Source: an optimization exercise on an open RTL-to-GDS flow (aim: small area and a short achievable clock period). Production flows keep margins and buffers that such runs may drop. Only simulation tests tie the RTL to the original design; equivalence was not proved. The flow treats the clock pin as an ideal source. Dropping or thinning the clock tree relies on that and would not hold on a real chip. Power is estimated from default activity; no workload was simulated.

Design can_fd_rx, start of the top module:
module can_fd_rx (
    input  wire        clk,
    input  wire        rst,
    input  wire        fd_en,
    input  wire        pex_en,
    input  wire        rx_valid,
    input  wire        rx_bit,
    output reg         ev_hdr,
    output wire [28:0] hdr_ident,
    output reg         hdr_ide,
    output reg         hdr_rtr,
    output reg         hdr_fdf,
    output reg         hdr_brs,
    output reg         hdr_esi,
    output reg  [3:0]  hdr_dlc,
    output reg  [6:0]  hdr_len,
    output reg         ev_word,
    output wire [3:0]  word_idx,
    output wire [31:0] word_data,
    output reg         ev_ack,
    output reg         ev_valid,
    output reg         ev_end,
    output reg         ev_eofdom,
    output reg         ev_pex,
    output reg         ev_err,
    output wire [3:0]  err_kind,
    output wire [4:0]  err_field
);
Size: about 150 flip-flops.
==> flow/config.mk <==
export PLATFORM = sky130hd
export DESIGN_NAME = can_fd_rx
export DESIGN_NICKNAME = can_fd_rx
export VERILOG_FILES = /design/flow/design.v
export SDC_FILE = /design/flow/constraint.sdc
export NUM_CORES = 4
export LEC_CHECK = 0
export ABC_AREA = 1
export CAP_MARGIN = 20
export CORE_MARGIN = 2
export CORE_UTILIZATION = 40
export GPL_TIMING_DRIVEN = 1
export PLACE_DENSITY = 0.6
export SETUP_SLACK_MARGIN = 3.0
export SLEW_MARGIN = 20
==> flow/constraint.sdc <==
create_clock -name core_clock -period 5.0 [get_ports {clk}]
set_input_delay 1.0000 -clock core_clock [delete_from_list [all_inputs] [get_ports {clk}]]
set_output_delay 1.0000 -clock core_clock [all_outputs]
set_load 0.01 [all_outputs]
standard.sh (not shown) runs the stock make flow with config.mk's settings and CLKGATE_MAP_FILE= SYNTH_SCRIPT=/design/flow/synth_recipe.tcl, a recipe that flattens the netlist after the stock synthesis.
==> flow/flow/run.sh <==
#!/bin/bash
# Standard layout with two changes:
#  - the port buffers are made from the smallest buffer (sky130_fd_sc_hd__buf_1)
#    instead of the resizer's default choice; timing repair still resizes any
#    of them that is on a critical path;
#  - the clock tree is a balanced two-level tree built by flow/cts_pre.tcl
#    (clk -> 4 buffers -> 8 buffers -> flip-flops, sinks clustered by
#    location) in place of TritonCTS's H-tree; the rest of the CTS step
#    (legalization, setup and hold repair) runs as usual.
set -euo pipefail
here=$(pwd)
export BUFFER_PORTS_ARGS="-buffer_cell sky130_fd_sc_hd__buf_1"
export PRE_CTS_TCL="$here/flow/cts_pre.tcl"
bash standard.sh > standard.log 2>&1
Other scripts of this flow, unchanged in this note and not shown: flow/flow/cts_pre.tcl
Next try:
--- a/flow/config.mk
+++ b/flow/config.mk
@@ -11,3 +11,2 @@
-export CORE_UTILIZATION = 40
-export GPL_TIMING_DRIVEN = 1
-export PLACE_DENSITY = 0.6
+export CORE_UTILIZATION = 50
+export PLACE_DENSITY = 0.65
=>
- The changed run finished clean
- via count grows by 0.32%
- maximum frequency shrinks by 0.74%
- wire length shrinks by 2.7%
- final area grows by 0.41%
- die area shrinks by 19%
- sequential power barely changes
- worst hold slack loses 0.0076 ns
- core utilization grows by 12 points
In every run of this note, the design's own scripts or RTL, not TritonCTS, make the clock network.

========
== JK ==
Another version of the RTL of can_fd_rx (not shown whole).
For scale: roughly 140 flip-flops, ~100 I/O pins, roughly 7000 µm² of cells after synthesis.
export LEC_CHECK = 0
export ABC_AREA = 1
export CAP_MARGIN = 20
export CORE_MARGIN = 2
export CORE_UTILIZATION = 40
export PLACE_DENSITY = 0.6
export SETUP_SLACK_MARGIN = 2.95
export SLEW_MARGIN = 20
create_clock -name core_clock -period 5.0 [get_ports {clk}]
Scripts as last shown in full above: flow/flow/run.sh
Other scripts of this flow, unchanged in this note and not shown: flow/flow/cts_pre.tcl
Input changes introduced in MS (baseline for comparison: JK):
Settings: changing SETUP_SLACK_MARGIN from 2.95 to 3.05.
--- outcome ---
MS | stages: all done | timing, DRC, antenna: all pass
Global routing usage on met1 in MS is 0.80 points lower than in JK
Changes observed in MS relative to JK: total placed instance area neither gained nor lost much; area growth from synthesis to layout picked up an extra 2.7 points; setup slack picked up an extra 71 ps.
On MS: multi-input gate share of total cell area is 0.26 points higher than what JK gave.
Higher global-route usage among JK and MS: MS
MS does worse than JK on total power.
MS vs JK: total met2 wirelength after detailed routing up in MS
Last element of the critical path: hdr_len[6] -> MS, hdr_dlc[1] -> JK
For AL, these inputs were changed with respect to MS:
Settings: changing SETUP_SLACK_MARGIN from 3.05 to 3.1.
Results
- AL — power consumption 2.0% higher, MS as reference
- Summary of AL over MS: share of cell area taken by flip-flops and latches fell 0.70 points, minimum period implied by the final worst setup slack about even, relative contribution of the clock network to total power down 0.4 points.
- Diff MS -> AL: worst hold slack decreased by 45 ps relative to the old numbers; via count of the routed design increased by 0.94% relative to the old numbers; worst setup slack closely matched the old numbers.
- AL completed every stage of the flow, and the final layout passed the timing, DRC and antenna checks.
#### Input delta (TR over AL)
Settings: changing SETUP_SLACK_MARGIN from 3.1 to 3.05.
-- flow/flow/run.sh --
<<< AL, line 2
# Standard layout with two changes:
>>> TR, line 2
# Standard layout with three changes:
#  - synthesis maps the logic with flow/abc_area.script, a stronger area
#    script for ABC (ABC_AREA is set), in place of ORFS's abc_area.script;
#    ORFS's scripts are copied to scripts/ here and only that file differs;
#    the flip-flops are mapped before ABC runs, so they are the standard
#    synthesis's, with the same names and cells;
<<< AL, line 10
>>> TR, line 15
# Each step's full log is in orfs/logs/; make's output is in standard.log.
<<< AL, line 12
>>> TR, line 18
rm -rf "$here/scripts"
cp -r "$FLOW_HOME/scripts" "$here/scripts"
cp "$here/flow/abc_area.script" "$here/scripts/abc_area.script"
export SCRIPTS_DIR="$here/scripts"
==> flow/flow/abc_area.script (new file) <==
strash
ifraig
scorr
dc2
strash
dch -f
map -a
topo
Notes after the runs:
Cell count: TR vs AL down 5.0%. Summary of TR over AL: synthesis-to-layout area growth went up by 16 points; maximum number of pins on one net before global-route repair went up by 35%; share of power burned in the clock network went down by 3.9 points. The higher worst hold slack of TR and AL is in TR. Global-route track usage on met3: TR vs AL up 0.77 points. Largest family of logic cells by synthesized area = simple AND/OR/NAND/NOR gates: AL; largest family of logic cells by synthesized area = compound AO/OA/AOI/OAI gates: TR. Compared with AL, in TR sequential share of layout area lower; ratio of final minimum period to clock period higher; length of routed wiring on met1 lower.
--- input diff TR..PW ---
Settings: a change of CAP_MARGIN from 20 to 5; a change of SLEW_MARGIN from 20 to 5.
==> flow/flow/run.sh <==
#!/bin/bash
# Standard layout with two changes:
#  - the port buffers are made from the smallest buffer (sky130_fd_sc_hd__buf_1)
#    instead of the resizer's default choice; timing repair still resizes any
#    of them that is on a critical path;
#  - the clock tree is a balanced two-level tree built by flow/cts_pre.tcl
#    (clk -> 4 buffers -> 8 buffers -> flip-flops, sinks clustered by
#    location) in place of TritonCTS's H-tree; the rest of the CTS step
#    (legalization, setup and hold repair) runs as usual.
set -euo pipefail
here=$(pwd)
export BUFFER_PORTS_ARGS="-buffer_cell sky130_fd_sc_hd__buf_1"
export PRE_CTS_TCL="$here/flow/cts_pre.tcl"
bash standard.sh > standard.log 2>&1
removed: flow/flow/abc_area.script
- PW vs. TR: maximum frequency went up by 11%.
- Relative to TR, combinational logic power has decreased by 41% in PW.
- Looking only at number of multi-input logic gates, and setting everything else aside, the higher value of TR and PW goes to PW.
- Of the two values seen for most common cell after layout, fill and taps aside, sky130_fd_sc_hd__nand2_1 was produced by PW and sky130_fd_sc_hd__buf_1 by TR.
- Re power density of the placed cells: TR was higher than PW.
In every run of this note, the design's own scripts or RTL, not TritonCTS, make the clock network.

-- re-timing with driven ports --
Ports are ideal in the flow. The routed layouts listed here were re-timed in OpenROAD. Step 1 sets driving cells, clkbuf_16 on the clock port and buf_2 on the other inputs (assumed; they add their load-dependent delay and slew). Step 2 times the ports against the registers' clock, not the clock port: input delays grow and output delays shrink by t, the midpoint of the rising clock arrivals with the driver on. a / b / c = no drivers / after step 1 / after step 2; a / b = the first two.
run	shift t [ns]	setup slack, ns	clock arrival spread, ns	slew at the worst register clock pin (ns)	pins driven straight from the clock port
the first run of note 1	0.355	3.034 / 2.956 / 3.038	0.025 / 0.025	0.09 / 0.09	4
the second run of note 1	0.350	3.019 / 2.956 / 2.971	0.029 / 0.029	0.09 / 0.09	4
JK	0.352	3.033 / 2.963 / 3.075	0.030 / 0.029	0.08 / 0.08	4
MS	0.357	3.104 / 3.028 / 3.076	0.024 / 0.024	0.09 / 0.09	4
AL	0.353	3.103 / 3.039 / 3.100	0.073 / 0.072	0.08 / 0.08	4
TR	0.354	2.883 / 2.871 / 2.883	0.032 / 0.032	0.09 / 0.09	4
PW	0.356	3.101 / 3.026 / 3.075	0.024 / 0.025	0.08 / 0.08	4
After both steps setup and hold are still met in every run listed. For the second run of note 1, which loses most, drivers alone change the setup slack by -0.063 ns; drivers and shift together by -0.048 ns.
